Context: an optimization exercise on an open-source flow, tuned for small area, a short achievable clock period and few clock cycles per item. The choices shown serve that exercise and are no tape-out recipe. At most, simulation tests tie the RTL to the original design; equivalence was not proved. The RTL of runs 1 and 2 was laid out without a check of its function.

<file path="flow/config.mk">
export PLATFORM = sky130hd
export DESIGN_NAME = loop_engine
export DESIGN_NICKNAME = loop_engine
export VERILOG_FILES = /design/flow/design.v
export SDC_FILE = /design/flow/constraint.sdc
export NUM_CORES = 4
export LEC_CHECK = 0
export ABC_AREA = 1
export CAP_MARGIN = 70
export CORE_MARGIN = 2
export CORE_UTILIZATION = 55
export PLACE_DENSITY = 0.7
export SLEW_MARGIN = 70
</file>
<file path="flow/constraint.sdc">
create_clock -name core_clock -period 26.0 [get_ports {clk}]
set_input_delay 5.2000 -clock core_clock [delete_from_list [all_inputs] [get_ports {clk}]]
set_output_delay 5.2000 -clock core_clock [all_outputs]
set_load 0.01 [all_outputs]
</file>
<file path="flow/design.v">
module le_bmul #(parameter AW = 30) (
    input  wire [AW-1:0]    a,
    input  wire [15:0]      b,
    output wire [AW+15:0]   p
);
    localparam PW = AW + 16;
    reg [PW-1:0] acc;
    reg [AW+1:0] row;
    reg [2:0]    trip;
    reg          neg, one, two;
    reg [PW-1:0] cst;
    integer j;
    always @* begin
        acc = {PW{1'b0}};
        cst = {PW{1'b0}};
        for (j = 0; j < 8; j = j + 1) begin
            trip = (j == 0) ? {b[1:0], 1'b0} : {b[2*j+1], b[2*j], b[2*j-1]};
            neg  = trip[2] & ~(trip[1] & trip[0]);
            one  = trip[1] ^ trip[0];
            two  = (trip == 3'b011) || (trip == 3'b100);
            row  = ({(AW+2){one}} & {{2{a[AW-1]}}, a}) | ({(AW+2){two}} & {a[AW-1], a, 1'b0});
            row  = row ^ {(AW+2){neg}};
            acc  = acc + ({{(PW-AW-2){1'b0}}, ~row[AW+1], row[AW:0]} << (2*j))
                       + ({{(PW-1){1'b0}}, neg} << (2*j));
            cst  = cst + ({{(PW-1){1'b0}}, 1'b1} << (AW + 1 + 2*j));
        end
        acc = acc - cst;
    end
    assign p = acc;
endmodule
module loop_engine (
    input  wire        clk,
    input  wire        rst,
    input  wire        req_valid,
    output wire        req_ready,
    input  wire [2:0]  req_ch,
    input  wire        req_arm,
    input  wire        req_fired,
    input  wire [2:0]  req_func,
    input  wire [17:0] req_v,
    input  wire [17:0] req_i,
    input  wire [15:0] req_kff,
    input  wire [15:0] req_kp,
    input  wire [15:0] req_ki,
    input  wire [15:0] req_kpc,
    input  wire [15:0] req_kic,
    input  wire [17:0] req_vset,
    input  wire [17:0] req_iset,
    input  wire [15:0] req_z,
    input  wire [15:0] req_gcr,
    input  wire [17:0] req_pset,
    input  wire [16:0] req_vfloor,
    input  wire [15:0] req_gfl,
    input  wire [17:0] req_ihi,
    input  wire [17:0] req_ilo,
    input  wire [17:0] req_vhi,
    input  wire [17:0] req_vlo,
    output reg         resp_valid,
    output reg  [2:0]  resp_ch,
    output reg  [17:0] resp_code,
    output reg  [1:0]  resp_compl,
    output reg         resp_event,
    output reg         resp_clip
);
    localparam [2:0] F_OFF = 3'd0, F_FV = 3'd1, F_FI = 3'd2, F_FVZ = 3'd3,
                     F_CR  = 3'd4, F_CP = 3'd5, F_MV = 3'd6, F_MI  = 3'd7;
    reg        ready_q;
    reg        a_val;
    reg [2:0]  a_ch;
    reg        a_arm, a_fired;
    reg [2:0]  a_func;
    reg [17:0] a_v, a_i;
    reg [15:0] a_kff, a_kp, a_ki, a_kpc, a_kic;
    reg [17:0] a_set;       
    reg [15:0] a_coef;      
    reg [16:0] a_vfl;
    reg [17:0] a_ihi, a_ilo, a_vhi, a_vlo;
    assign req_ready = ready_q;
    always @(posedge clk) begin
        if (ready_q) begin
            a_ch    <= req_ch;
            a_arm   <= req_arm;
            a_fired <= req_fired;
            a_func  <= req_func;
            a_v     <= req_v;
            a_i     <= req_i;
            a_kff   <= req_kff;
            a_kp    <= req_kp;
            a_ki    <= req_ki;
            a_kpc   <= req_kpc;
            a_kic   <= req_kic;
            a_set   <= (req_func == F_FI) ? req_iset : (req_func == F_CP) ? req_pset : req_vset;
            a_coef  <= (req_func == F_FVZ) ? req_z : (req_func == F_CR) ? req_gcr :
                       (req_func == F_CP) ? req_gfl : 16'd0;
            a_vfl   <= req_vfloor;
            a_ihi   <= req_ihi;
            a_ilo   <= req_ilo;
            a_vhi   <= req_vhi;
            a_vlo   <= req_vlo;
        end
    end
    wire a_onv = (a_func == F_FV) || (a_func == F_FVZ) || (a_func == F_MI);
    wire [17:0] a_q  = a_onv ? a_v : a_i;
    wire [17:0] a_m  = a_onv ? a_i : a_v;
    wire [17:0] a_lp = a_onv ? a_ihi : a_vhi;
    wire [17:0] a_ln = a_onv ? a_ilo : a_vlo;
    wire [17:0] a_smp = (a_func == F_FVZ) ? a_i : a_v;
    wire [33:0] a_prod;
    le_bmul #(.AW(18)) u_tmul (.a(a_smp), .b(a_coef), .p(a_prod));
    wire [28:0] a_pm = a_prod[33:5];
    wire a_cp = (a_func == F_CP);
    wire [17:0] a_vabs = a_v[17] ? (~a_v + 18'd1) : a_v;
    wire [17:0] a_pabs = a_set[17] ? (~a_set + 18'd1) : a_set;
    wire a_cpd  = a_cp && (a_vabs >= {1'b0, a_vfl});
    wire a_big  = (a_pabs > a_vabs);
    wire a_eq   = (a_pabs == a_vabs);
    wire a_rdiv = a_cpd && !a_big && !a_eq;
    reg        b_busy;
    reg [1:0]  dv_cnt;
    reg [16:0] dv_r;
    reg [17:0] dv_q;
    reg [17:0] dv_m1;
    reg [19:0] dv_m3, dv_m5, dv_m7;
    wire dv_last = b_busy && (dv_cnt == 2'd3);
    reg [19:0] dv_mk [1:7];
    reg [16:0] dv_rn;
    reg [23:0] dv_qn;
    reg [20:0] dv_r8;
    reg [21:0] dv_t;
    reg [2:0]  dv_d;
    integer s, k;
    always @* begin
        dv_mk[1] = {2'd0, dv_m1};
        dv_mk[2] = {1'd0, dv_m1, 1'b0};
        dv_mk[3] = dv_m3;
        dv_mk[4] = {dv_m1, 2'b0};
        dv_mk[5] = dv_m5;
        dv_mk[6] = {dv_m3[18:0], 1'b0};
        dv_mk[7] = dv_m7;
        dv_rn = dv_r;
        dv_qn = {dv_q, 6'd0};
        for (s = 0; s < 2; s = s + 1) begin
            dv_r8 = {1'b0, dv_rn, 3'b000};
            dv_d  = 3'd0;
            for (k = 1; k < 8; k = k + 1) begin
                dv_t = {1'b0, dv_r8} - {2'b0, dv_mk[k]};
                if (!dv_t[21])
                    dv_d = k;
            end
            dv_t  = {1'b0, dv_r8} - ((dv_d == 3'd0) ? 22'd0 : {2'b0, dv_mk[dv_d]});
            dv_rn = dv_t[16:0];
            dv_qn[5-3*s -: 3] = dv_d;
        end
    end
    always @(posedge clk) begin
        if (rst) begin
            b_busy <= 1'b0;
            dv_cnt <= 2'd0;
        end else if (b_busy) begin
            dv_cnt <= dv_cnt + 2'd1;
            dv_r   <= dv_rn;
            dv_q   <= dv_qn[17:0];
            if (dv_last)
                b_busy <= 1'b0;
        end else if (a_val && a_rdiv) begin
            b_busy <= 1'b1;
            dv_cnt <= 2'd0;
            dv_r   <= a_pabs[16:0];
            dv_q   <= 18'd0;
            dv_m1  <= a_vabs;
            dv_m3  <= {2'd0, a_vabs} + {1'b0, a_vabs, 1'b0};
            dv_m5  <= {2'd0, a_vabs} + {a_vabs, 2'b0};
            dv_m7  <= {a_vabs, 3'b0} - {2'd0, a_vabs};
        end
    end
    wire r0_adv = a_val && !b_busy;
    wire a_val_n = ready_q ? req_valid : a_val;
    wire busy_n  = b_busy ? !dv_last : (r0_adv && a_rdiv);
    always @(posedge clk) begin
        if (rst) begin
            a_val   <= 1'b0;
            ready_q <= 1'b1;
        end else begin
            a_val   <= a_val_n;
            ready_q <= !a_val_n || !busy_n;
        end
    end
    reg        b_val;
    reg [2:0]  b_ch;
    reg        b_arm, b_fired;
    reg [2:0]  b_func;
    reg [28:0] b_pm;
    reg        b_padd;      
    reg [17:0] b_a;         
    reg [17:0] b_ilo;
    reg [17:0] b_q;
    reg [18:0] b_ecp, b_ecn;
    reg        b_entp, b_entn;
    reg [15:0] b_kff, b_kp, b_ki, b_kpc, b_kic;
    always @(posedge clk) begin
        if (rst)
            b_val <= 1'b0;
        else if (!b_busy)
            b_val <= r0_adv;
        if (!b_busy) begin
            b_ch    <= a_ch;
            b_arm   <= a_arm;
            b_fired <= a_fired;
            b_func  <= a_func;
            b_pm    <= !a_cpd ? a_pm : a_big ? 29'h3FFFFFF : a_eq ? 29'h1000000 : 29'd0;
            b_padd  <= a_cpd && (a_set[17] != a_v[17]);
            b_a     <= (a_func == F_CR || a_func == F_CP) ? a_ihi : a_set;
            b_ilo   <= a_ilo;
            b_q     <= a_q;
            b_ecp   <= {a_lp[17], a_lp} - {a_m[17], a_m};
            b_ecn   <= {a_ln[17], a_ln} - {a_m[17], a_m};
            b_entp  <= ($signed(a_m) >= $signed(a_lp));
            b_entn  <= ($signed(a_m) <= $signed(a_ln));
            b_kff   <= a_kff;
            b_kp    <= a_kp;
            b_ki    <= a_ki;
            b_kpc   <= a_kpc;
            b_kic   <= a_kic;
        end else if (dv_last)
            b_pm    <= {5'd0, dv_qn};
    end
    wire b_go   = b_val && !b_busy;
    wire b_crcp = (b_func == F_CR) || (b_func == F_CP);
    wire signed [29:0] b_a24   = {{5{b_a[17]}}, b_a, 7'd0};
    wire signed [29:0] b_ilo24 = {{5{b_ilo[17]}}, b_ilo, 7'd0};
    wire signed [29:0] b_pm30  = {b_pm[28], b_pm};
    wire signed [29:0] b_base  = b_crcp ? 30'sd0 : b_a24;
    wire signed [29:0] b_x     = b_padd ? (b_base + b_pm30) : (b_base - b_pm30);
    wire b_hi = b_padd ? (b_pm30 > b_a24)   : (b_pm30 + b_a24 < 0);
    wire b_lo = b_padd ? (b_pm30 < b_ilo24) : (b_pm30 + b_ilo24 > 0);
    wire signed [29:0] b_r = !b_crcp ? b_x : b_hi ? b_a24 : b_lo ? b_ilo24 : b_x;
    wire b_clip = b_crcp && (b_hi || b_lo);
    reg        c_val;
    reg [2:0]  c_ch;
    reg        c_arm, c_fired;
    reg [2:0]  c_func;
    reg [29:0] c_r;
    reg        c_clip;
    reg [17:0] c_q;
    reg [18:0] c_ecp, c_ecn;
    reg        c_entp, c_entn;
    reg [15:0] c_kff, c_kp, c_ki, c_kpc, c_kic;
    always @(posedge clk) begin
        if (rst)
            c_val <= 1'b0;
        else
            c_val <= b_go;
        c_ch    <= b_ch;
        c_arm   <= b_arm;
        c_fired <= b_fired;
        c_func  <= b_func;
        c_r     <= b_r;
        c_clip  <= b_clip;
        c_q     <= b_q;
        c_ecp   <= b_ecp;
        c_ecn   <= b_ecn;
        c_entp  <= b_entp;
        c_entn  <= b_entn;
        c_kff   <= b_kff;
        c_kp    <= b_kp;
        c_ki    <= b_ki;
        c_kpc   <= b_kpc;
        c_kic   <= b_kic;
    end
    localparam signed [29:0] HYST = 30'sd16768;
    reg [1:0] compl_q [0:7];
    wire c_loop = c_fired && (c_func != F_OFF) && (c_func != F_MV) && (c_func != F_MI);
    wire c_meas = (c_func == F_MV) || (c_func == F_MI);
    wire signed [29:0] c_q24 = {{5{c_q[17]}}, c_q, 7'd0};
    wire signed [29:0] c_rs  = c_r;
    wire signed [29:0] c_e   = c_rs - c_q24;
    wire c_relp = (c_rs - c_q24 + HYST <= 0);        
    wire c_reln = (c_rs - c_q24 - HYST >= 0);        
    wire c_epos = (c_rs - c_q24 > 0);
    wire c_eneg = (c_rs < c_q24);
    wire [1:0] c_cb = c_arm ? 2'd0 : compl_q[c_ch];
    wire c_rel = ((c_cb == 2'd1) && c_relp) || ((c_cb == 2'd2) && c_reln);
    wire [1:0] c_ent = (c_cb != 2'd0) ? 2'd0 : c_entp ? 2'd1 : c_entn ? 2'd2 : 2'd0;
    wire [1:0] c_mode = (c_ent != 2'd0) ? c_ent : ((c_cb != 2'd0) && !c_rel) ? c_cb : 2'd0;
    wire c_main = (c_mode == 2'd0);
    wire [18:0] c_ec = (c_mode == 2'd1) ? c_ecp : c_ecn;
    wire signed [29:0] c_E = c_main ? c_e : {{4{c_ec[18]}}, c_ec, 7'd0};
    wire c_hp = c_main ? c_epos : (!c_ec[18] && (c_ec != 19'd0));
    wire c_hn = c_main ? c_eneg : c_ec[18];
    integer kk;
    always @(posedge clk) begin
        if (rst) begin
            for (kk = 0; kk < 8; kk = kk + 1)
                compl_q[kk] <= 2'd0;
        end else if (c_val) begin
            if (c_loop)
                compl_q[c_ch] <= c_mode;
            else if (c_arm)
                compl_q[c_ch] <= 2'd0;
        end
    end
    localparam [1:0] K_OFF = 2'd0, K_HOLD = 2'd1, K_LAW = 2'd2;
    reg        d_val;
    reg [2:0]  d_ch;
    reg        d_arm;
    reg [1:0]  d_kind;
    reg [1:0]  d_compl;
    reg        d_event, d_clip;
    reg [29:0] d_r, d_E;
    reg [15:0] d_kff, d_k2, d_k3;
    reg        d_rb;        
    reg        d_hp, d_hn;  
    always @(posedge clk) begin
        if (rst)
            d_val <= 1'b0;
        else
            d_val <= c_val;
        d_ch    <= c_ch;
        d_arm   <= c_arm;
        d_kind  <= c_loop ? K_LAW : (c_func == F_OFF) ? K_OFF : K_HOLD;
        d_compl <= c_loop ? c_mode : c_meas ? {c_entn & ~c_entp, c_entp} :
                   (c_func == F_OFF) ? 2'd0 : c_cb;
        d_event <= c_loop && (c_ent != 2'd0);
        d_clip  <= c_clip;
        d_r     <= c_r;
        d_E     <= c_E;
        d_kff   <= c_main ? c_kff : 16'd0;
        d_k2    <= c_main ? c_kp : c_kpc;
        d_k3    <= c_main ? c_ki : c_kic;
        d_rb    <= c_rel || (c_ent != 2'd0);
        d_hp    <= c_hp;
        d_hn    <= c_hn;
    end
    wire [45:0] d_p1, d_p2, d_p3;
    le_bmul #(.AW(30)) u_m1 (.a(d_r), .b(d_kff), .p(d_p1));
    le_bmul #(.AW(30)) u_m2 (.a(d_E), .b(d_k2),  .p(d_p2));
    le_bmul #(.AW(30)) u_m3 (.a(d_E), .b(d_k3),  .p(d_p3));
    reg        e_val;
    reg [2:0]  e_ch;
    reg        e_arm;
    reg [1:0]  e_kind;
    reg [1:0]  e_compl;
    reg        e_event, e_clip;
    reg [33:0] e_ff, e_kp, e_ki;
    reg        e_rb, e_hp, e_hn;
    always @(posedge clk) begin
        if (rst)
            e_val <= 1'b0;
        else
            e_val <= d_val;
        e_ch    <= d_ch;
        e_arm   <= d_arm;
        e_kind  <= d_kind;
        e_compl <= d_compl;
        e_event <= d_event;
        e_clip  <= d_clip;
        e_ff    <= d_p1[45:12];
        e_kp    <= d_p2[45:12];
        e_ki    <= d_p3[45:12];
        e_rb    <= d_rb;
        e_hp    <= d_hp;
        e_hn    <= d_hn;
    end
    localparam signed [35:0] MONE = -36'sd16777216;
    localparam signed [35:0] UMAX = 36'sd16777088;
    reg signed [32:0] integ_q [0:7];
    reg signed [25:0] u_q     [0:7];
    reg        [1:0]  sat_q   [0:7];    
    wire signed [35:0] e_F  = $signed(e_ff) + $signed(e_kp);
    wire signed [35:0] e_K  = $signed(e_ki);
    wire signed [35:0] e_o1 = e_rb ? ($signed(e_ki) - $signed(e_ff) - $signed(e_kp)) : e_K;
    wire signed [35:0] e_o2 = e_rb ? e_K : ($signed(e_ff) + $signed(e_kp) + $signed(e_ki));
    wire signed [35:0] e_fu = $signed(e_ff) + $signed(e_kp) + UMAX;
    wire signed [35:0] e_fm = $signed(e_ff) + $signed(e_kp) + MONE;
    reg        f_val;
    reg [2:0]  f_ch;
    reg        f_arm;
    reg [1:0]  f_kind;
    reg [1:0]  f_compl;
    reg        f_event, f_clip;
    reg [35:0] f_o1, f_o2, f_o3;
    reg        f_rb, f_hp, f_hn;
    reg [25:0] f_utov, f_utun;
    reg [1:0]  f_stov, f_stun;
    reg [32:0] f_integ;     
    reg [25:0] f_u;
    reg [1:0]  f_sat;
    reg        f_byp;       
    wire f_wr = f_val && ((f_kind == K_LAW) || f_arm);
    always @(posedge clk) begin
        if (rst)
            f_val <= 1'b0;
        else
            f_val <= e_val;
        f_ch    <= e_ch;
        f_arm   <= e_arm;
        f_kind  <= e_kind;
        f_compl <= e_compl;
        f_event <= e_event;
        f_clip  <= e_clip;
        f_o1    <= e_o1;
        f_o2    <= e_o2;
        f_o3    <= e_rb ? ~e_F : e_F;
        f_rb    <= e_rb;
        f_hp    <= e_hp;
        f_hn    <= e_hn;
        f_utov  <= (e_fu > UMAX) ? UMAX[25:0] : (e_fu < MONE) ? MONE[25:0] : e_fu[25:0];
        f_stov  <= (e_fu > UMAX) ? 2'd1 : (e_fu < MONE) ? 2'd2 : 2'd0;
        f_utun  <= (e_fm > UMAX) ? UMAX[25:0] : (e_fm < MONE) ? MONE[25:0] : e_fm[25:0];
        f_stun  <= (e_fm > UMAX) ? 2'd1 : (e_fm < MONE) ? 2'd2 : 2'd0;
        f_integ <= e_arm ? 33'd0 : integ_q[e_ch];
        f_u     <= e_arm ? 26'd0 : u_q[e_ch];
        f_sat   <= e_arm ? 2'd0 : sat_q[e_ch];
        f_byp   <= !e_arm && f_wr && (f_ch == e_ch);
    end
    reg        g_val;
    reg [2:0]  g_ch;
    reg [1:0]  g_compl;
    reg        g_event, g_clip, g_off;
    reg [32:0] g_integ;
    reg [25:0] g_u;
    reg [1:0]  g_sat;
    wire signed [35:0] f_is = f_byp ? {{3{g_integ[32]}}, g_integ} : {{3{f_integ[32]}}, f_integ};
    wire signed [35:0] f_us = f_byp ? {{10{g_u[25]}}, g_u} : {{10{f_u[25]}}, f_u};
    wire        [1:0]  f_sb = f_byp ? g_sat : f_sat;
    wire signed [35:0] f_S  = f_rb ? f_us : f_is;
    wire signed [35:0] f_a1 = f_S + $signed(f_o1);                  
    wire signed [35:0] f_a2 = f_S + $signed(f_o2);                  
    wire signed [35:0] f_a3 = f_S + $signed(f_o3) + f_rb;           
    wire f_hold = (f_sb == 2'd1 && f_hp) || (f_sb == 2'd2 && f_hn);
    wire f_tov  = (f_a1 > UMAX);
    wire f_tun  = (f_a1 < MONE);
    wire signed [35:0] f_in = f_hold ? (f_rb ? f_a3 : f_is) : f_tov ? UMAX : f_tun ? MONE : f_a1;
    wire signed [35:0] f_uh = f_rb ? f_us : f_a3;                   
    wire signed [35:0] f_uc = f_hold ? f_uh : f_a2;
    wire f_cov = (f_uc > UMAX);
    wire f_cun = (f_uc < MONE);
    reg [25:0] f_un;
    reg [1:0]  f_sn;
    always @* begin
        if (!f_hold && f_tov) begin
            f_un = f_utov; f_sn = f_stov;
        end else if (!f_hold && f_tun) begin
            f_un = f_utun; f_sn = f_stun;
        end else begin
            f_un = f_cov ? UMAX[25:0] : f_cun ? MONE[25:0] : f_uc[25:0];
            f_sn = f_cov ? 2'd1 : f_cun ? 2'd2 : 2'd0;
        end
    end
    wire f_law = (f_kind == K_LAW);
    integer j;
    always @(posedge clk) begin
        if (rst) begin
            g_val <= 1'b0;
            for (j = 0; j < 8; j = j + 1) begin
                integ_q[j] <= 33'sd0;
                u_q[j]     <= 26'sd0;
                sat_q[j]   <= 2'd0;
            end
        end else begin
            g_val <= f_val;
            if (f_wr) begin
                integ_q[f_ch] <= f_law ? f_in[32:0] : 33'sd0;
                u_q[f_ch]     <= f_law ? f_un : 26'sd0;
                sat_q[f_ch]   <= f_law ? f_sn : 2'd0;
            end
        end
        g_ch    <= f_ch;
        g_compl <= f_compl;
        g_event <= f_event;
        g_clip  <= f_clip;
        g_off   <= (f_kind == K_OFF);
        g_integ <= f_law ? f_in[32:0] : 33'sd0;
        g_u     <= f_law ? f_un : f_us[25:0];
        g_sat   <= f_law ? f_sn : 2'd0;
    end
    wire [25:0] g_rnd = g_u + (g_u[25] ? 26'd63 : 26'd64);
    wire [17:0] g_code = g_off ? 18'h20000 : {~g_rnd[24], g_rnd[23:7]};
    always @(posedge clk) begin
        if (rst)
            resp_valid <= 1'b0;
        else
            resp_valid <= g_val;
        resp_ch    <= g_ch;
        resp_code  <= g_code;
        resp_compl <= g_compl;
        resp_event <= g_event;
        resp_clip  <= g_clip;
    end
endmodule
</file>
<file path="flow/run.sh">
#!/bin/bash
# synth_recipe.tcl (not shown) runs the flow's synth.tcl, then flattens the netlist and writes it again
# the make line also repeats each setting of config.mk as NAME=value (left out here)
make -C /OpenROAD-flow-scripts/flow DESIGN_CONFIG=/design/flow/config.mk WORK_HOME=/design/flow/orfs CLKGATE_MAP_FILE= SYNTH_SCRIPT=/design/flow/synth_recipe.tcl finish
</file>
==> summary.txt, run 1 <==
- The run finished with no timing, DRC or antenna violations.
- The area growth from synthesis to layout is 12.9%.
- The startpoint type of the worst setup path is a flip-flop.
- The count of unique library cells instantiated by Yosys is 80.
- The gate count of the mapped netlist is 15.5k.
- The worst hold path class is reg -> reg.
- Setup repair after global routing left no endpoint under its margin.
- The most frequent cell on the critical path is sky130_fd_sc_hd__nand2_1.
- The H-tree generated during clock tree synthesis spans 4 levels.
- The synthesized design contains about 1.1k enable-type register cells.
- The initial antenna violation count came to 12.
- The clock sink count is 1828.
- The number of vias per cell is 5.84.
- The endpoint class of the critical path is a flip-flop.
- The final critical path takes up 39.9% of the cycle.
- The total standard cell area after synthesis is approximately 140000 sq um.
- The post-route netlist has 7.79% of its cells at a drive strength greater than 1.
- By startpoint and endpoint, the worst setup path is classified as reg -> reg.
- The first global-routing pass estimated 642 mm of wire.
- Clock tree synthesis selected as its root buffer the cell sky130_fd_sc_hd__clkbuf_16.
- The data arrival time of the critical path is 11.02 ns.
- The detailed placement HPWL is 317 mm.
- The number of global-route vias before repair was 109k.
- The final wirelength is approximately 420 mm.
- The number of fillers in the final layout is 20.8k.
- The first detailed-routing pass took 7 iterations.
- The required time at the worst-slack endpoint is roughly 27 ns.
- The final number of max-transition violations came to 0.
- Clock-pin slew was measured on the worst setup and hold paths at ~0.060 ns.
- The number of rows in the core area is 182.
- The average instance in the mapped netlist occupies slightly below 9 sq um.
- The cell area after placement is approximately 150000 sq um.
- For this run, the number of standard cells in the final layout without fillers is 19.1k.
- The area taken by flip-flops and latches is approximately 47000 sq um.
- TritonCTS created 195 clock buffers.
- The worst path in the final design needs a cycle of 10.37 ns, including I/O delays and setup.
- In the layout the commonest cells are sky130_fd_sc_hd__nand2_1 (2014), sky130_fd_sc_hd__inv_1 (1857), sky130_fd_sc_hd__nor2_1 (1523).
- The clock skew is just under 0.1 ns.
- The library cell used most frequently in the layout, excluding fill and tap cells, is sky130_fd_sc_hd__nand2_1.
- The Yosys step of the flow raised 24 warnings.
- The fraction of post-synthesis cell area in the top cell type by area is 23.6%.
- Entering global routing, the biggest net connects 92 pins.
- At the pin with the least slew margin, the transition time is 0.465 ns.
- The later pin in the worst-skew pair is clocked with a latency of 0.93 ns.
- The routed layout has 111k vias.
- The area taken by multi-input logic gates is 80400 sq um.
- The total negative slack for setup checks is 0 ns.
- Once placement completed, the tool counted placed cells totaling approximately 19k.
- approximately 350 I/O pins were placed.
- In this design, the stage delay of the slowest critical-path cell is 0.49 ns.
- Buffers added to address setup during post-CTS repair amount to 0.
- The total track usage is 33.1%.
- The number of hold buffers added after CTS is 0.
- The core region area is ~250000 sq um.
- The buffers plus inverters on the worst setup path is 8.
- TritonCTS built the clock tree.
- The relative max-transition margin is 68.1%.
- The width of the die is between 500 and 600 um.
- The final number of hold-violating endpoints was 0.
- In the final routed layout, each cell accounts on average for 22.1 um.
- Counting flops and latches in the post-synthesis netlist gives 1828.
- The async set-reset flop share out of synthesis is 0%.
- The initial utilization of the core area, before any placement, comes to between 50% and 60%.
- The kind of cell with the highest combined delay on the critical path is simple AND/OR/NAND/NOR gates.
- Among all flip-flop cells after synthesis, the most frequent one is sky130_fd_sc_hd__edfxtp_1.
- The y dimension of the die is between 500 and 600 um.
- The post-CTS resize count is 0.
- The share of synthesized area occupied by flip-flops and latches is 34.8%.
- The master of the slowest instance on the critical path is sky130_fd_sc_hd__edfxtp_1.
- Setup violations remaining at the end of the flow were counted as 0.
- Counting every net in the synthesized netlist gives 17.7k.
- The total non-filler cell area in the finished layout is ~150000 sq um.
- The overflow left after global routing is 0.
- The post-layout net count is ~18k.
- The clock passes through at most 3 buffers.
- At the end of routability-driven placement, the weighted congestion stood at 0.982.
- The register-to-register setup slack is 15.63 ns.
- In the routed design, unresolved DRC markers number 0.
- The utilization of the core after routing is 62.5%.
- The die covers 251000 sq um.
- Buffers placed on the I/O ports in this run total 344.
- The maximum frequency from static timing analysis is ~0.096 GHz.
- After the first detailed-routing iteration, the DRC count stood at 10.7k.
- The max-capacitance violation count is 0.
- Sorting the synthesized cells by area gives the leading types as sky130_fd_sc_hd__edfxtp_1 (24%), sky130_fd_sc_hd__dfxtp_1 (11%), sky130_fd_sc_hd__ha_1 (11%), sky130_fd_sc_hd__fa_1 (9.8%), sky130_fd_sc_hd__xor2_1 (8.1%).
- The count of antenna-violating nets left after detailed routing is 0.
- In this run the worst path has a maximum fanout of 24.
- The largest area contributor in the synthesized netlist is sky130_fd_sc_hd__edfxtp_1.
-- cell type report --
type                    count  share of cell area, %
multi-input cells       11000                   52.3
clock inverters            97                  0.905
clock buffers             270                   3.66
diodes                      3                0.00489
inverters                2011                   5.03
well taps                3220                   2.62
flip-flops and latches   1828                   30.8
repair buffers            681                   4.61
-- worst reg2reg max path, delay by kind of cell, from the launching register on --
kind | cells | cell delay, ns
fa+ha+maj | 4 | 1.47
xor+xnor | 1 | 0.41
flops | 1 | 0.49
simple gates | 25 | 3.39
compound gates | 10 | 2.48
buf+inv | 8 | 1.86
-- synthesized netlist by cell type, drive strengths merged (37+ instances only) --
master / instances
clkbuf: 590
inv: 1979
o211ai: 42
a21o: 40
xnor2: 197
xor2: 1267
nand3: 297
nand4: 135
nor2: 1597
o221ai: 52
nor3: 128
fa: 667
o22ai: 916
o21ai: 912
a21oi: 827
dfxtp: 757
edfxtp: 1071
a31oi: 175
or2: 68
buf: 107
nand2: 2071
ha: 1210
nor4: 37
o21bai: 40
-- flip-flops by register name (all words and copies together), names as in the netlist, 26 cells and up --
signal   cells
b_pm        29
c_r         30
d_E         30
integ_q    264
f_o2        36
e_ff        34
e_kp        34
f_u         26
f_utov      26
d_r         30
f_utun      26
g_u         26
g_integ     33
e_ki        34
u_q        208
f_o3        35
f_integ     33
f_o1        36
-- metal layers --
layer | track usage, % | vias up | part of all wire [%]
met5 | 0 | - | 0.014
met4 | 18.0 | 10 | 6.2
met3 | 4.69 | 1169 | 7.6
met2 | 56.2 | 4983 | 48
met1 | 40.6 | 52800 | 39
li1 | - | 52500 | -
-- worst paths after layout --
| check | start | endpoint | cells past startpoint |
|---|---|---|---|
| max | dv_m1[12] | dv_r[16] | 48 |
| max reg2reg | dv_m1[12] | dv_r[16] | 48 |
| min | b_ecn[0] | c_ecn[0] | 0 |
| min reg2reg | b_ecn[0] | c_ecn[0] | 0 |
-- cells by family after synthesis --
logic type               after synthesis  synth area share (%)
AO/OA/AOI/OAI                       3219                  13.7
XOR/XNOR                            1464                  9.44
adder cells (fa/ha/maj)             1877                  20.9
buffers and inverters               2708                  7.48
flip-flops                          1828                  34.8
multiplexers                          58                 0.451
AND/OR/NAND/NOR                     4368                  13.2
-- stage by stage --
stage | hold slack (ns) | setup slack [ns]
floorplan | 0.310 | 15.02
global placement | 0.312 | 14.29
finish | 0.308 | 15.63
detailed placement | 0.313 | 15.85
CTS | 0.315 | 15.82
global route | 0.324 | 14.90
==> run 2: changes to the inputs <==
--- a/flow/config.mk
+++ b/flow/config.mk
@@ -7,7 +7,7 @@
 export LEC_CHECK = 0
 export ABC_AREA = 1
-export CAP_MARGIN = 70
+export CAP_MARGIN = 90
 export CORE_MARGIN = 2
 export CORE_UTILIZATION = 55
 export PLACE_DENSITY = 0.7
-export SLEW_MARGIN = 70
+export SLEW_MARGIN = 90
==> summary.txt, run 2 <==
- The run stopped with a tool error.
- The failing step is 3_5_place_dp.
- The first error in the log reads "[ERROR DPL-0038] Utilization greater than 100%, impossible to legalize".
- For this run, the register share of the synthesized area comes to 34.8%.
- The synthesized design contains approximately 1.8k register bits.
- The gate count of the mapped netlist is 15.5k.
- For this design the top-level I/O count stands at roughly 350.
- Sorting the synthesized cells by how often they occur yields sky130_fd_sc_hd__nand2_1 (2060), sky130_fd_sc_hd__inv_1 (1923), sky130_fd_sc_hd__nor2_1 (1559), sky130_fd_sc_hd__xor2_1 (1266), sky130_fd_sc_hd__ha_1 (1210).
- After synthesis, the netlist uses 80 different library cells.
- For this run, the number of Yosys warnings is 24.
- A synthesized cell averages 8.77 sq um.
- After synthesis, the share of flip-flops with an asynchronous set or reset is 0%.
- The flip-flop cell with the highest count after synthesis is sky130_fd_sc_hd__edfxtp_1.
- Input and output buffers added on the ports amount to 344.
- From left edge to right edge, the die measures 501 um.
- In this run the cell area of the synthesized design comes to between 100000 and 150000 sq um.
- Counting flops with a built-in enable in the synthesized netlist gives 1071.
- Routability-driven placement finished with a final weighted congestion of just under 1.
- In this run the core area contains between 150 and 200 standard-cell rows.
- The fraction of post-synthesis cell area in the top cell type by area is between 20% and 30%.
- The largest area contributor in the synthesized netlist is sky130_fd_sc_hd__edfxtp_1.
- The most frequent cell after synthesis is sky130_fd_sc_hd__nand2_1.
- Yosys attributes the largest share of cell area to sky130_fd_sc_hd__edfxtp_1 (24%), sky130_fd_sc_hd__dfxtp_1 (11%), sky130_fd_sc_hd__ha_1 (11%), sky130_fd_sc_hd__fa_1 (9.8%), sky130_fd_sc_hd__xor2_1 (8.1%).
- The y dimension of the die is 501 um.
- The total nets after synthesis is 17.7k.
- The initial utilization of the core area, before any placement, comes to a little under three fifths.
-- run 2: cell counts after synthesis --
Identical to the previous run, type by type.
-- run 2: cell families after synthesis --
logic type,count (synthesis),share of synthesized area (%)
DFF,1828,34.8
buffers and inverters,2708,7.48
muxes,58,0.451
AOI/OAI and AO/OA,3219,13.7
and+or+nand+nor,4368,13.2
xor gates and xnor gates,1464,9.44
adders and majority gates,1877,20.9
-- run 2: worst min-delay path by stage --
stage / cells after the start / startpoint / end / slack, ns
floorplan: 0 / c_clip / d_clip / 0.31
global placement: 0 / f_event / g_event / 0.31
==> run 3: changes to the inputs <==
--- a/flow/design.v
+++ b/flow/design.v
@@ -29,4 +29,79 @@
     assign p = acc;
 endmodule
+module le_d4 (
+    input  wire [16:0] r,        
+    input  wire [17:0] v,        
+    input  wire [19:0] v3,       
+    output reg  [16:0] rn,
+    output reg  [3:0]  q
+);
+    reg [19:0] r4, t1, t2, t3;
+    reg [16:0] rc;
+    integer s;
+    always @* begin
+        rc = r;
+        q  = 4'd0;
+        for (s = 0; s < 2; s = s + 1) begin
+            r4 = {1'b0, rc, 2'b00};
+            t1 = r4 - {2'b00, v};
+            t2 = r4 - {1'b0, v, 1'b0};
+            t3 = r4 - v3;
+            q  = {q[1:0], 2'd0};
+            if (!t3[19]) begin
+                rc = t3[16:0]; q[1:0] = 2'd3;
+            end else if (!t2[19]) begin
+                rc = t2[16:0]; q[1:0] = 2'd2;
+            end else if (!t1[19]) begin
+                rc = t1[16:0]; q[1:0] = 2'd1;
+            end else
+                rc = r4[16:0];
+        end
+        rn = rc;
+    end
+endmodule
+module le_s4 (
+    input  wire        byp,
+    input  wire [32:0] g_integ, p_integ,
+    input  wire [25:0] g_u, p_u,
+    input  wire [1:0]  g_sat, p_sat,
+    input  wire        rb, hp, hn,
+    input  wire [35:0] o1, o2, o3,
+    input  wire [25:0] utov, utun,
+    input  wire [1:0]  stov, stun,
+    output wire [32:0] in_n,
+    output reg  [25:0] u_n,
+    output reg  [1:0]  s_n,
+    output wire [25:0] u_old
+);
+    localparam signed [35:0] MONE = -36'sd16777216;
+    localparam signed [35:0] UMAX = 36'sd16777088;
+    wire signed [35:0] f_is = byp ? {{3{g_integ[32]}}, g_integ} : {{3{p_integ[32]}}, p_integ};
+    wire signed [35:0] f_us = byp ? {{10{g_u[25]}}, g_u} : {{10{p_u[25]}}, p_u};
+    wire        [1:0]  f_sb = byp ? g_sat : p_sat;
+    wire signed [35:0] f_S  = rb ? f_us : f_is;
+    wire signed [35:0] f_a1 = f_S + $signed(o1);                  
+    wire signed [35:0] f_a2 = f_S + $signed(o2);                  
+    wire signed [35:0] f_a3 = f_S + $signed(o3) + rb;           
+    wire f_hold = (f_sb == 2'd1 && hp) || (f_sb == 2'd2 && hn);
+    wire f_tov  = (f_a1 > UMAX);
+    wire f_tun  = (f_a1 < MONE);
+    wire signed [35:0] f_in = f_hold ? (rb ? f_a3 : f_is) : f_tov ? UMAX : f_tun ? MONE : f_a1;
+    wire signed [35:0] f_uh = rb ? f_us : f_a3;                   
+    wire signed [35:0] f_uc = f_hold ? f_uh : f_a2;
+    wire f_cov = (f_uc > UMAX);
+    wire f_cun = (f_uc < MONE);
+    always @* begin
+        if (!f_hold && f_tov) begin
+            u_n = utov; s_n = stov;
+        end else if (!f_hold && f_tun) begin
+            u_n = utun; s_n = stun;
+        end else begin
+            u_n = f_cov ? UMAX[25:0] : f_cun ? MONE[25:0] : f_uc[25:0];
+            s_n = f_cov ? 2'd1 : f_cun ? 2'd2 : 2'd0;
+        end
+    end
+    assign in_n  = f_in[32:0];
+    assign u_old = f_us[25:0];
+endmodule
 module loop_engine (
     input  wire        clk,
@@ -77,6 +152,15 @@
     reg [17:0] a_ihi, a_ilo, a_vhi, a_vlo;
     assign req_ready = ready_q;
+    always @(posedge clk)
+        ready_q <= !rst;
+    reg rst_q;
+    always @(posedge clk)
+        rst_q <= rst;
     always @(posedge clk) begin
-        if (ready_q) begin
+        if (rst)
+            a_val <= 1'b0;
+        else
+            a_val <= req_valid && ready_q;
+        begin
             a_ch    <= req_ch;
             a_arm   <= req_arm;
@@ -116,114 +200,65 @@
     wire a_eq   = (a_pabs == a_vabs);
     wire a_rdiv = a_cpd && !a_big && !a_eq;
-    reg        b_busy;
-    reg [1:0]  dv_cnt;
-    reg [16:0] dv_r;
-    reg [17:0] dv_q;
-    reg [17:0] dv_m1;
-    reg [19:0] dv_m3, dv_m5, dv_m7;
-    wire dv_last = b_busy && (dv_cnt == 2'd3);
-    reg [19:0] dv_mk [1:7];
-    reg [16:0] dv_rn;
-    reg [23:0] dv_qn;
-    reg [20:0] dv_r8;
-    reg [21:0] dv_t;
-    reg [2:0]  dv_d;
-    integer s, k;
-    always @* begin
-        dv_mk[1] = {2'd0, dv_m1};
-        dv_mk[2] = {1'd0, dv_m1, 1'b0};
-        dv_mk[3] = dv_m3;
-        dv_mk[4] = {dv_m1, 2'b0};
-        dv_mk[5] = dv_m5;
-        dv_mk[6] = {dv_m3[18:0], 1'b0};
-        dv_mk[7] = dv_m7;
-        dv_rn = dv_r;
-        dv_qn = {dv_q, 6'd0};
-        for (s = 0; s < 2; s = s + 1) begin
-            dv_r8 = {1'b0, dv_rn, 3'b000};
-            dv_d  = 3'd0;
-            for (k = 1; k < 8; k = k + 1) begin
-                dv_t = {1'b0, dv_r8} - {2'b0, dv_mk[k]};
-                if (!dv_t[21])
-                    dv_d = k;
-            end
-            dv_t  = {1'b0, dv_r8} - ((dv_d == 3'd0) ? 22'd0 : {2'b0, dv_mk[dv_d]});
-            dv_rn = dv_t[16:0];
-            dv_qn[5-3*s -: 3] = dv_d;
-        end
-    end
-    always @(posedge clk) begin
-        if (rst) begin
-            b_busy <= 1'b0;
-            dv_cnt <= 2'd0;
-        end else if (b_busy) begin
-            dv_cnt <= dv_cnt + 2'd1;
-            dv_r   <= dv_rn;
-            dv_q   <= dv_qn[17:0];
-            if (dv_last)
-                b_busy <= 1'b0;
-        end else if (a_val && a_rdiv) begin
-            b_busy <= 1'b1;
-            dv_cnt <= 2'd0;
-            dv_r   <= a_pabs[16:0];
-            dv_q   <= 18'd0;
-            dv_m1  <= a_vabs;
-            dv_m3  <= {2'd0, a_vabs} + {1'b0, a_vabs, 1'b0};
-            dv_m5  <= {2'd0, a_vabs} + {a_vabs, 2'b0};
-            dv_m7  <= {a_vabs, 3'b0} - {2'd0, a_vabs};
-        end
-    end
-    wire r0_adv = a_val && !b_busy;
-    wire a_val_n = ready_q ? req_valid : a_val;
-    wire busy_n  = b_busy ? !dv_last : (r0_adv && a_rdiv);
-    always @(posedge clk) begin
-        if (rst) begin
-            a_val   <= 1'b0;
-            ready_q <= 1'b1;
-        end else begin
-            a_val   <= a_val_n;
-            ready_q <= !a_val_n || !busy_n;
-        end
-    end
-    reg        b_val;
-    reg [2:0]  b_ch;
-    reg        b_arm, b_fired;
-    reg [2:0]  b_func;
-    reg [28:0] b_pm;
-    reg        b_padd;      
-    reg [17:0] b_a;         
-    reg [17:0] b_ilo;
-    reg [17:0] b_q;
-    reg [18:0] b_ecp, b_ecn;
-    reg        b_entp, b_entn;
-    reg [15:0] b_kff, b_kp, b_ki, b_kpc, b_kic;
+    localparam integer PW = 186;
+    reg [PW-1:0] dp  [0:6];     
+    reg          dvl [0:6];     
+    reg [28:0]   dq  [0:6];     
+    reg [16:0]   dr  [0:6];     
+    reg [17:0]   dvv [0:6];     
+    reg [19:0]   dv3 [0:6];     
+    reg          ddv [0:6];     
     always @(posedge clk) begin
         if (rst)
-            b_val <= 1'b0;
-        else if (!b_busy)
-            b_val <= r0_adv;
-        if (!b_busy) begin
-            b_ch    <= a_ch;
-            b_arm   <= a_arm;
-            b_fired <= a_fired;
-            b_func  <= a_func;
-            b_pm    <= !a_cpd ? a_pm : a_big ? 29'h3FFFFFF : a_eq ? 29'h1000000 : 29'd0;
-            b_padd  <= a_cpd && (a_set[17] != a_v[17]);
-            b_a     <= (a_func == F_CR || a_func == F_CP) ? a_ihi : a_set;
-            b_ilo   <= a_ilo;
-            b_q     <= a_q;
-            b_ecp   <= {a_lp[17], a_lp} - {a_m[17], a_m};
-            b_ecn   <= {a_ln[17], a_ln} - {a_m[17], a_m};
-            b_entp  <= ($signed(a_m) >= $signed(a_lp));
-            b_entn  <= ($signed(a_m) <= $signed(a_ln));
-            b_kff   <= a_kff;
-            b_kp    <= a_kp;
-            b_ki    <= a_ki;
-            b_kpc   <= a_kpc;
-            b_kic   <= a_kic;
-        end else if (dv_last)
-            b_pm    <= {5'd0, dv_qn};
-    end
-    wire b_go   = b_val && !b_busy;
+            dvl[0] <= 1'b0;
+        else
+            dvl[0] <= a_val;
+        dp[0]  <= {a_ch, a_arm, a_fired, a_func,
+                   a_cpd && (a_set[17] != a_v[17]), a_cpd, a_big, a_eq,
+                   (a_func == F_CR || a_func == F_CP) ? a_ihi : a_set,
+                   a_ilo, a_q,
+                   {a_lp[17], a_lp} - {a_m[17], a_m},
+                   {a_ln[17], a_ln} - {a_m[17], a_m},
+                   ($signed(a_m) >= $signed(a_lp)), ($signed(a_m) <= $signed(a_ln)),
+                   a_kff, a_kp, a_ki, a_kpc, a_kic};
+        dq[0]  <= a_cpd ? 29'd0 : a_pm;
+        dr[0]  <= a_pabs[16:0];
+        dvv[0] <= a_vabs;
+        dv3[0] <= {2'd0, a_vabs} + {1'b0, a_vabs, 1'b0};
+        ddv[0] <= a_rdiv;
+    end
+    genvar gs;
+    generate
+        for (gs = 1; gs <= 6; gs = gs + 1) begin : g_div
+            wire [16:0] rn;
+            wire [3:0]  qd;
+            le_d4 u_d4 (.r(dr[gs-1]), .v(dvv[gs-1]), .v3(dv3[gs-1]), .rn(rn), .q(qd));
+            always @(posedge clk) begin
+                if (rst)
+                    dvl[gs] <= 1'b0;
+                else
+                    dvl[gs] <= dvl[gs-1];
+                dp[gs]  <= dp[gs-1];
+                dq[gs]  <= ddv[gs-1] ? {dq[gs-1][24:0], qd} : dq[gs-1];
+                dr[gs]  <= rn;
+                dvv[gs] <= dvv[gs-1];
+                dv3[gs] <= dv3[gs-1];
+                ddv[gs] <= ddv[gs-1];
+            end
+        end
+    endgenerate
+    wire        b_val = dvl[6];
+    wire [2:0]  b_ch, b_func;
+    wire        b_arm, b_fired;
+    wire        b_padd;     
+    wire        b_cpd, b_big, b_eq;
+    wire [17:0] b_a;        
+    wire [17:0] b_ilo, b_q;
+    wire [18:0] b_ecp, b_ecn;
+    wire        b_entp, b_entn;
+    wire [15:0] b_kff, b_kp, b_ki, b_kpc, b_kic;
+    assign {b_ch, b_arm, b_fired, b_func, b_padd, b_cpd, b_big, b_eq, b_a, b_ilo, b_q,
+            b_ecp, b_ecn, b_entp, b_entn, b_kff, b_kp, b_ki, b_kpc, b_kic} = dp[6];
+    wire [28:0] b_pm = !b_cpd ? dq[6] : b_big ? 29'h3FFFFFF : b_eq ? 29'h1000000 : dq[6];
+    wire b_go   = b_val;
     wire b_crcp = (b_func == F_CR) || (b_func == F_CP);
     wire signed [29:0] b_a24   = {{5{b_a[17]}}, b_a, 7'd0};
@@ -290,5 +325,5 @@
     integer kk;
     always @(posedge clk) begin
-        if (rst) begin
+        if (rst_q) begin
             for (kk = 0; kk < 8; kk = kk + 1)
                 compl_q[kk] <= 2'd0;
@@ -421,36 +456,21 @@
     reg [25:0] g_u;
     reg [1:0]  g_sat;
-    wire signed [35:0] f_is = f_byp ? {{3{g_integ[32]}}, g_integ} : {{3{f_integ[32]}}, f_integ};
-    wire signed [35:0] f_us = f_byp ? {{10{g_u[25]}}, g_u} : {{10{f_u[25]}}, f_u};
-    wire        [1:0]  f_sb = f_byp ? g_sat : f_sat;
-    wire signed [35:0] f_S  = f_rb ? f_us : f_is;
-    wire signed [35:0] f_a1 = f_S + $signed(f_o1);                  
-    wire signed [35:0] f_a2 = f_S + $signed(f_o2);                  
-    wire signed [35:0] f_a3 = f_S + $signed(f_o3) + f_rb;           
-    wire f_hold = (f_sb == 2'd1 && f_hp) || (f_sb == 2'd2 && f_hn);
-    wire f_tov  = (f_a1 > UMAX);
-    wire f_tun  = (f_a1 < MONE);
-    wire signed [35:0] f_in = f_hold ? (f_rb ? f_a3 : f_is) : f_tov ? UMAX : f_tun ? MONE : f_a1;
-    wire signed [35:0] f_uh = f_rb ? f_us : f_a3;                   
-    wire signed [35:0] f_uc = f_hold ? f_uh : f_a2;
-    wire f_cov = (f_uc > UMAX);
-    wire f_cun = (f_uc < MONE);
-    reg [25:0] f_un;
-    reg [1:0]  f_sn;
-    always @* begin
-        if (!f_hold && f_tov) begin
-            f_un = f_utov; f_sn = f_stov;
-        end else if (!f_hold && f_tun) begin
-            f_un = f_utun; f_sn = f_stun;
-        end else begin
-            f_un = f_cov ? UMAX[25:0] : f_cun ? MONE[25:0] : f_uc[25:0];
-            f_sn = f_cov ? 2'd1 : f_cun ? 2'd2 : 2'd0;
-        end
-    end
+    wire [32:0] f_in;
+    wire [25:0] f_un;
+    wire [1:0]  f_sn;
+    wire [25:0] f_uo;
+    le_s4 u_s4 (.byp(f_byp), .g_integ(g_integ), .g_u(g_u), .g_sat(g_sat),
+                .p_integ(f_integ), .p_u(f_u), .p_sat(f_sat),
+                .rb(f_rb), .hp(f_hp), .hn(f_hn), .o1(f_o1), .o2(f_o2), .o3(f_o3),
+                .utov(f_utov), .stov(f_stov), .utun(f_utun), .stun(f_stun),
+                .in_n(f_in), .u_n(f_un), .s_n(f_sn), .u_old(f_uo));
     wire f_law = (f_kind == K_LAW);
     integer j;
     always @(posedge clk) begin
-        if (rst) begin
+        if (rst)
             g_val <= 1'b0;
+        else
+            g_val <= f_val;
+        if (rst_q) begin
             for (j = 0; j < 8; j = j + 1) begin
                 integ_q[j] <= 33'sd0;
@@ -459,7 +479,6 @@
             end
         end else begin
-            g_val <= f_val;
             if (f_wr) begin
-                integ_q[f_ch] <= f_law ? f_in[32:0] : 33'sd0;
+                integ_q[f_ch] <= f_law ? f_in : 33'sd0;
                 u_q[f_ch]     <= f_law ? f_un : 26'sd0;
                 sat_q[f_ch]   <= f_law ? f_sn : 2'd0;
@@ -471,6 +490,6 @@
         g_clip  <= f_clip;
         g_off   <= (f_kind == K_OFF);
-        g_integ <= f_law ? f_in[32:0] : 33'sd0;
-        g_u     <= f_law ? f_un : f_us[25:0];
+        g_integ <= f_law ? f_in : 33'sd0;
+        g_u     <= f_law ? f_un : f_uo;
         g_sat   <= f_law ? f_sn : 2'd0;
     end
--- a/flow/config.mk
+++ b/flow/config.mk
@@ -7,7 +7,8 @@
 export LEC_CHECK = 0
 export ABC_AREA = 1
-export CAP_MARGIN = 90
+export CAP_MARGIN = 70
 export CORE_MARGIN = 2
 export CORE_UTILIZATION = 55
 export PLACE_DENSITY = 0.7
-export SLEW_MARGIN = 90
+export SLEW_MARGIN = 70
+export SYNTH_HIERARCHICAL = 1
==> summary.txt, run 3 <==
- The flow ran to the end and the layout has no timing, DRC or antenna violations.
- The master of the slowest instance on the critical path is sky130_fd_sc_hd__clkdlybuf4s50_1.
- After clock tree synthesis, the repair step resized 0 gates.
- The number of buffers and inverters on the critical path is 1.
- Timing would allow up to 0.142 GHz.
- TritonCTS built the clock tree.
- The count of input and output buffers is about 340.
- The setup-violating endpoint count in the final report is 0.
- The total negative slack for setup checks is 0 ns.
- The total nets after synthesis is 27.8k.
- At the pin with the least slew margin, the transition time is 0.514 ns.
- The endpoint class of the critical path is a primary output.
- The cell family contributing the most delay on the critical path is buffers and inverters.
- In the final layout, the registers with the most flip-flops are dp: 1302 flops, integ_q: 264 flops, u_q: 208 flops.
- The clock skew is 0.0941 ns.
- The final layout contains 27.9k nets.
- The gate count of the mapped netlist is 25.2k.
- The detailed router put a total of 254 mm of wire on met1.
- The total track usage is 32.8%.
- The utilization of the core after routing is 61.4%.
- The ratio of cells with drive above 1 in the final layout is about 7.7%.
- The final worst-path cycle share is approximately 27%.
- The initial antenna violation count is 32.
- The worst path setup slack after routing is 18.98 ns.
- The core region area is 363000 sq um.
- The final number of max-transition violations came to 0.
- In this run the critical register-to-register path is captured at sat_q[4][0].
- At the later pin of the worst-skew pair, clock insertion delay measures 0.97 ns.
- Once the clock tree was built, the setup fixing pass inserted 0 buffers.
- The start point of the worst hold path is dp[6][29].
- The final number of hold-violating endpoints was 0.
- Walking the worst path, the cells encountered are clkdlybuf4s50_1.
- The routed wire length on met2 is 290 mm.
- 345 I/O pins were placed.
- Prior to clock tree synthesis, the placed netlist has a worst setup slack of 19.19 ns.
- The minimum clock period after layout is 7.02 ns.
- The number of clock buffers added by TritonCTS is 332.
- The die covers 370000 sq um.
- The path type of the worst setup path is reg -> out.
- Row generation in the floorplan step produced 221 rows.
- The data arrival time of the critical path is 1.82 ns.
- The clock sink count is 3347.
- The layout overhead on the synthesized area is 10.9%.
- Setup repair after global routing left no endpoint under its margin.
- Dividing the detail-routed wire length by the instance count gives 20.5 um.
- Setup slack on the worst reg-to-reg path comes out at 19.70 ns.
- The final RePlAce weighted congestion is 1.02.
- The width of the die is roughly 610 um.
- The number of warnings issued by yosys is 25.
- The first global-routing pass estimated 949 mm of wire.
- In the routed design, unresolved DRC markers number 0.
- The clock transition at the register clock pins on the worst setup and hold paths after CTS is ~0.060 ns.
- The buffer type at the clock tree root is sky130_fd_sc_hd__clkbuf_16.
- The detailed placement HPWL is 486 mm.
- The number of hold buffers added after CTS is 0.
- The library cells used most frequently in the layout, excluding fill and tap cells, are sky130_fd_sc_hd__nand2_1 (5229), sky130_fd_sc_hd__inv_1 (3432), sky130_fd_sc_hd__dfxtp_1 (2798).
- The largest net degree at the start of global routing is 65.
- The top layer reached by signal wires is met5.
- The total via count after detailed routing is 168k.
- The startpoint type of the worst setup path is a flip-flop.
- The cell area that synthesis handed to floorplanning was 201000 sq um.
- The count of antenna-violating nets left after detailed routing is 0.
- The max-capacitance violation count is 0.
- The H-tree was split into 5 levels.
- Measured in cells, the most critical reg-to-reg path has a length of 22.
- The number of vias per cell is 5.51.
- The worst hold path class is reg -> reg.
- The number of iterations in the first detailed-routing pass is 8.
- From bottom edge to top edge, the die measures around 610 um.
- The number of global-route vias before repair was 162k.
- The relative max-transition margin is 65.5%.
- The first routing iteration left roughly 16k violations.
- The overflow left after global routing is 0.
- The register with the most flip-flops in the layout has ~1.3k of them.
- For hold timing, the worst endpoint is c_kpc[13].
- The cell depth of the worst min-delay path is 0.
- The startpoint identified for the worst register-to-register timing path is f_byp.
- The required time at the worst-slack endpoint is 20.80 ns.
- In this run the worst path has a maximum fanout of 1.
- The largest single stage delay on the critical path is between 0.5 and 0.6 ns.
- The register with the most flip-flops is dp.
- Leaving out fill and tap cells, the most frequent cell in the layout is sky130_fd_sc_hd__nand2_1.
- The initial utilization of the core area, before any placement, comes to 55.3%.
- In this run the deepest clock path goes through 4 buffers.
- The final wirelength is 624 mm.
- In the detailed route, the total length drawn on met3 is 47.4 mm.
- The mean post-synth cell area is approximately 8 sq um.
[run 3: cell type report]
cell class | instances | area (sq um)
timing repair buffer | 595 | 6260
antenna | 15 | 37.5
tap | 4794 | 6000
inverter | 3702 | 14000
clock buffer | 449 | 9390
sequential | 3347 | 72100
clock inverter | 161 | 2200
multi-input combinational | 17400 | 113000
fill | 32200 | 140000
[run 3: worst reg2reg max path: stages, from the launching register on]
cell and delay [ns]:
sky130_fd_sc_hd__dfxtp_4 0.59, sky130_fd_sc_hd__buf_4 0.43, sky130_fd_sc_hd__mux2i_1 0.23, sky130_fd_sc_hd__inv_1 0.13, sky130_fd_sc_hd__nand2_2 0.30, sky130_fd_sc_hd__nand2_1 0.38
sky130_fd_sc_hd__ha_1 0.53, sky130_fd_sc_hd__a21oi_1 0.29, sky130_fd_sc_hd__o21ai_0 0.18, sky130_fd_sc_hd__a21oi_1 0.21, sky130_fd_sc_hd__nor2_1 0.07, sky130_fd_sc_hd__nor2_1 0.13
sky130_fd_sc_hd__nand3_1 0.12, sky130_fd_sc_hd__xor2_2 0.31, sky130_fd_sc_hd__inv_2 0.15, sky130_fd_sc_hd__nor2_2 0.41, sky130_fd_sc_hd__nand2_2 0.11, sky130_fd_sc_hd__clkbuf_8 0.30
sky130_fd_sc_hd__nand2_2 0.38, sky130_fd_sc_hd__nor2_1 0.08, sky130_fd_sc_hd__nor2_1 0.24, sky130_fd_sc_hd__nand2_1 0.31, sky130_fd_sc_hd__nor2_1 0.19
[run 3: metal layers]
metal,vias up,global-route usage (%)
met1,78200,41.8
met4,20,14.8
met5,-,0
met2,6720,55.0
met3,1424,4.84
li1,81700,-
[run 3: per-stage QoR]
step	instances	hold slack (ns)	area, sq um
2_1_floorplan	25200	0.310	201000
3_3_place_gp	29800	0.310	208000
3_5_place_dp	29800	0.312	211000
4_1_cts	30400	0.269	222000
5_1_grt	30500	0.275	223000
6_report	30500	0.268	223000
[run 3: worst max-delay path by stage]
stage	startpoint	to	slack, ns	depth (start not counted)
after floorplan	req_func[1]	a_set[3]	19.75	6
after global placement	req_func[2]	a_coef[2]	18.39	3
after detailed placement	req_func[1]	a_coef[2]	19.19	6
after CTS	resp_code[15]	resp_code[15]	18.92	1
after global routing	resp_valid	resp_valid	18.94	1
final	resp_code[16]	resp_code[16]	18.98	1
Testbench counts of run 3, summed over its fixed seeds: cycles 12,912, items 12,800.
==> run 4: changes to the inputs <==
--- a/flow/design.v
+++ b/flow/design.v
@@ -32,5 +32,5 @@
     input  wire [16:0] r,        
     input  wire [17:0] v,        
-    input  wire [19:0] v3,       
+    input  wire [18:0] v3,       
     output reg  [16:0] rn,
     output reg  [3:0]  q
@@ -46,5 +46,5 @@
             t1 = r4 - {2'b00, v};
             t2 = r4 - {1'b0, v, 1'b0};
-            t3 = r4 - v3;
+            t3 = r4 - {1'b0, v3};
             q  = {q[1:0], 2'd0};
             if (!t3[19]) begin
@@ -206,5 +206,5 @@
     reg [16:0]   dr  [0:6];     
     reg [17:0]   dvv [0:6];     
-    reg [19:0]   dv3 [0:6];     
+    reg [18:0]   dv3 [0:6];     
     reg          ddv [0:6];     
     always @(posedge clk) begin
@@ -224,5 +224,5 @@
         dr[0]  <= a_pabs[16:0];
         dvv[0] <= a_vabs;
-        dv3[0] <= {2'd0, a_vabs} + {1'b0, a_vabs, 1'b0};
+        dv3[0] <= {1'd0, a_vabs} + {a_vabs, 1'b0};
         ddv[0] <= a_rdiv;
     end
@@ -342,5 +342,5 @@
     reg [1:0]  d_compl;
     reg        d_event, d_clip;
-    reg [29:0] d_r, d_E;
+    reg [28:0] d_r, d_E;       
     reg [15:0] d_kff, d_k2, d_k3;
     reg        d_rb;        
@@ -358,6 +358,6 @@
         d_event <= c_loop && (c_ent != 2'd0);
         d_clip  <= c_clip;
-        d_r     <= c_r;
-        d_E     <= c_E;
+        d_r     <= c_r[28:0];
+        d_E     <= c_E[28:0];
         d_kff   <= c_main ? c_kff : 16'd0;
         d_k2    <= c_main ? c_kp : c_kpc;
@@ -367,8 +367,8 @@
         d_hn    <= c_hn;
     end
-    wire [45:0] d_p1, d_p2, d_p3;
-    le_bmul #(.AW(30)) u_m1 (.a(d_r), .b(d_kff), .p(d_p1));
-    le_bmul #(.AW(30)) u_m2 (.a(d_E), .b(d_k2),  .p(d_p2));
-    le_bmul #(.AW(30)) u_m3 (.a(d_E), .b(d_k3),  .p(d_p3));
+    wire [44:0] d_p1, d_p2, d_p3;
+    le_bmul #(.AW(29)) u_m1 (.a(d_r), .b(d_kff), .p(d_p1));
+    le_bmul #(.AW(29)) u_m2 (.a(d_E), .b(d_k2),  .p(d_p2));
+    le_bmul #(.AW(29)) u_m3 (.a(d_E), .b(d_k3),  .p(d_p3));
     reg        e_val;
     reg [2:0]  e_ch;
@@ -390,7 +390,7 @@
         e_event <= d_event;
         e_clip  <= d_clip;
-        e_ff    <= d_p1[45:12];
-        e_kp    <= d_p2[45:12];
-        e_ki    <= d_p3[45:12];
+        e_ff    <= {d_p1[44], d_p1[44:12]};
+        e_kp    <= {d_p2[44], d_p2[44:12]};
+        e_ki    <= {d_p3[44], d_p3[44:12]};
         e_rb    <= d_rb;
         e_hp    <= d_hp;
==> flow/flow/run.sh (new file) <==
#!/bin/bash
# The standard layout, with every input and output port buffered by a
# sky130_fd_sc_hd__buf_4 cell instead of the cell buffer_ports picks itself.
set -euo pipefail
export BUFFER_PORTS_ARGS="-buffer_cell sky130_fd_sc_hd__buf_4"
bash standard.sh > standard.log 2>&1
==> flow/standard.sh (new file) <==
#!/bin/bash
# synth_recipe.tcl (not shown) runs the flow's synth.tcl, then flattens the netlist and writes it again
# the make line also repeats each setting of config.mk as NAME=value (left out here)
make -C /OpenROAD-flow-scripts/flow DESIGN_CONFIG=/design/flow/config.mk WORK_HOME=/design/flow/orfs CLKGATE_MAP_FILE= SYNTH_SCRIPT=/design/flow/synth_recipe.tcl "${@:-finish}"
--- a/flow/config.mk
+++ b/flow/config.mk
@@ -7,8 +7,8 @@
 export LEC_CHECK = 0
 export ABC_AREA = 1
-export CAP_MARGIN = 70
+export CAP_MARGIN = 55
 export CORE_MARGIN = 2
 export CORE_UTILIZATION = 55
 export PLACE_DENSITY = 0.7
-export SLEW_MARGIN = 70
+export SLEW_MARGIN = 55
 export SYNTH_HIERARCHICAL = 1
removed: flow/run.sh
==> summary.txt, run 4 <==
- The flow ran to the end and the layout has no timing, DRC or antenna violations.
- The largest registers in the layout are dp: 1302 flops, integ_q: 264 flops, u_q: 208 flops.
- The overflow left after global routing is 0.
- In the routed layout, each cell is associated on average with a via count of 5.58.
- The DRC violation count after routing is 0.
- The worst slack at placement is between 15 and 20 ns.
- The register with the most flip-flops is dp.
- A synthesized cell averages 7.97 sq um.
- The largest net degree at the start of global routing is between 100 and 150.
- The layout has approximately 32k filler cells.
- The worst hold path passes through 0 cells.
- The final number of max-transition violations is 0.
- The relative max-transition margin is between 50% and 60%.
- The final route contains 168k vias.
- The initial core utilization is 55.2%.
- The library cell used most frequently in the layout, excluding fill and tap cells, is sky130_fd_sc_hd__nand2_1.
- The startpoint type of the worst setup path is a flip-flop.
- The total standard cell area after synthesis is 198000 sq um.
- The number of setup buffers added after CTS is 0.
- The clock transition at the register clock pins on the worst setup and hold paths after CTS is 0.06 ns.
- The clock skew is 0.0708 ns.
- For this design, the CTS-stage hold fixing added 0 buffers.
- When the netlist entered floorplanning its net count stood at around 27k.
- The number of iterations in the first detailed-routing pass is 8.
- STA classifies the critical path endpoint as a primary output.
- The startpoint identified for the worst register-to-register timing path is f_byp.
- The count of input and output buffers is around 340.
- The post-CTS resize count is 0.
- The measured slew at the worst slew-check pin is 0.726 ns.
- The maximum frequency from static timing analysis is around 0.15 GHz.
- For this run, the total global-route usage over all layers was measured as 33.4%.
- The latest clock arrival within the worst-skew pair is approximately 0.96 ns.
- The area growth from synthesis to layout is 9.45%.
- The total negative slack for setup checks is 0 ns.
- The initial antenna violation count is 31.
- In the final routed layout, each cell accounts on average for 20.8 um.
- The cell area after placement is just over 200000 sq um.
- In this run the worst setup path begins at resp_code[1].
- In this run the most critical hold path is launched from dp[0][105].
- The number of top-level pins is 345.
- The register with the most flip-flops in the layout has 1302 of them.
- Along the worst path, the maximum fanout reaches 1.
- Across the run, the number of max-cap violations was 0.
- The worst path meets setup with between 15 and 20 ns of slack.
- The maximum number of buffers from clock root to sink is 4.
- The number of standard cells in the layout, taps in and fillers out is 30.0k.
- The kind of cell with the highest combined delay on the critical path is flip-flops.
- The final critical path takes up 25.9% of the cycle.
- The global-route wire length before repair is 946 mm.
- The ratio of cells with drive above 1 in the final layout is around 7.6%.
- The core region area is 359000 sq um.
- In this run, placement finished with an instance count of about 29k.
- Setup repair after global routing left no endpoint under its margin.
- The worst-case reg-to-reg path depth is 25.
- The floorplan step set the die width to 604 um.
- The number of CTS-inserted buffers is 330.
- In this run the remaining antenna-violating nets after routing total 0.
- The library cells used most frequently in the layout, excluding fill and tap cells, are sky130_fd_sc_hd__nand2_1 (4894), sky130_fd_sc_hd__inv_1 (3398), sky130_fd_sc_hd__dfxtp_1 (2818).
- Measured along the y axis, the die boundary spans 604 um.
- The CTS tree is built.
- Setup violations remaining at the end of the flow were counted as 0.
- The count of H-tree levels built during CTS is 5.
- The minimum clock period after layout is 6.73 ns.
- The HPWL after detailed placement is about 480 mm.
- The largest incremental delay on the critical path is 0.43 ns.
- Wires add up to between 600 and 700 mm.
- Traced cell by cell, the critical path runs through buf_4.
- In this run the number of cells on the critical path is 1.
- The buffer type at the clock tree root is sky130_fd_sc_hd__clkbuf_16.
- The data arrival time of the critical path is 1.53 ns.
- The worst hold path class is reg -> reg.
- The master of the slowest instance on the critical path is sky130_fd_sc_hd__dfxtp_1.
- Cells fill between 60% and 70% of the core in the end.
- The final number of hold-violating endpoints is 0.
- The worst hold slack after final layout is 0.298 ns.
- The path type of the worst setup path is reg -> out.
- The area of the die is between 300000 and 400000 sq um.
- The number of global-route vias before repair came to 161k.
- The clock net in this run drives a total of 3333 sinks.
- The gate count of the mapped netlist is 24.9k.
- The number of rows in the core area is 220.
- The final RePlAce weighted congestion is 1.03.
- With fillers left out, the area of the finished cells amounts to about 220000 sq um.
- The violation count after the first detailed-routing iteration is 16.9k.
- The required time at the worst-slack endpoint is 20.80 ns.
- After the last flow step, the layout net total stands at 27.5k.
- The number of buffers and inverters on the critical path is 1.
- Yosys printed 25 warnings.
[run 4: changes by cell type in the layout (fill, tap and decap cells not counted), sizes merged, moves of 56 or more]
cell	change
o21ai	+172
o21bai	-56
buf	+283
inv	-106
a21oi	+67
clkdlybuf4s50	-341
nand2	-363
[run 4: final cells by class]
type	instances	area (sq um)	share of cell area, %
multi-input cells	17200	110000	50.7
flip-flops and latches	3333	71800	33.1
inverters	3613	13600	6.27
clock buffers	471	9610	4.43
well taps	4773	5970	2.75
repair buffers	538	4360	2.01
clock inverters	126	1600	0.736
diodes	28	70.1	0.0323
[run 4: layer usage]
metal	wire length [um]	share of wire [%]	vias to the layer above	GRT usage [%]
met3	49900	8.0	1553	5.32
li1	-	-	80700	-
met2	281000	45	7338	54.3
met1	259000	41	78200	43.2
met4	34200	5.5	20	16.1
met5	130	0.021	-	0
[run 4: worst paths after layout]
check / to / slack [ns]
worst min-delay path: dp[1][105] / 0.30
worst max register to register: u_q[2][16] / 19.63
worst max-delay path: resp_code[1] / 19.27
worst min register to register: dp[1][105] / 0.30
Testbench counts of run 4, summed over its fixed seeds: cycles 12,912, items 12,800.

-- separate check: timing with driven ports --
Ports are ideal in the flow. The routed layouts listed here were re-timed in OpenROAD. Step 1 sets driving cells, clkbuf_16 on the clock port and buf_2 on the other inputs (assumed; they add their load-dependent delay and slew). Step 2 adds t to the input delays and takes it off the output delays; t is the mean of the earliest and latest rising clock arrival at the registers after step 1. Input paths then give back, and output paths get back, about the clock's delay inside the block. Three values: no drivers, after step 1, after step 2; two values: the first two.
| run | shift t [ns] | setup slack, ns | worst setup path at the end | clock arrival spread, ns |
|---|---|---|---|---|
| run 1 | 0.982 | 15.632 / 15.632 / 15.632 | register to register | 0.097 / 0.098 |
| run 3 | 1.028 | 18.975 / 18.865 / 19.204 | input to register | 0.100 / 0.100 |
| run 4 | 1.043 | 19.273 / 19.151 / 19.471 | input to register | 0.075 / 0.076 |
After both steps every run listed still meets setup and hold.
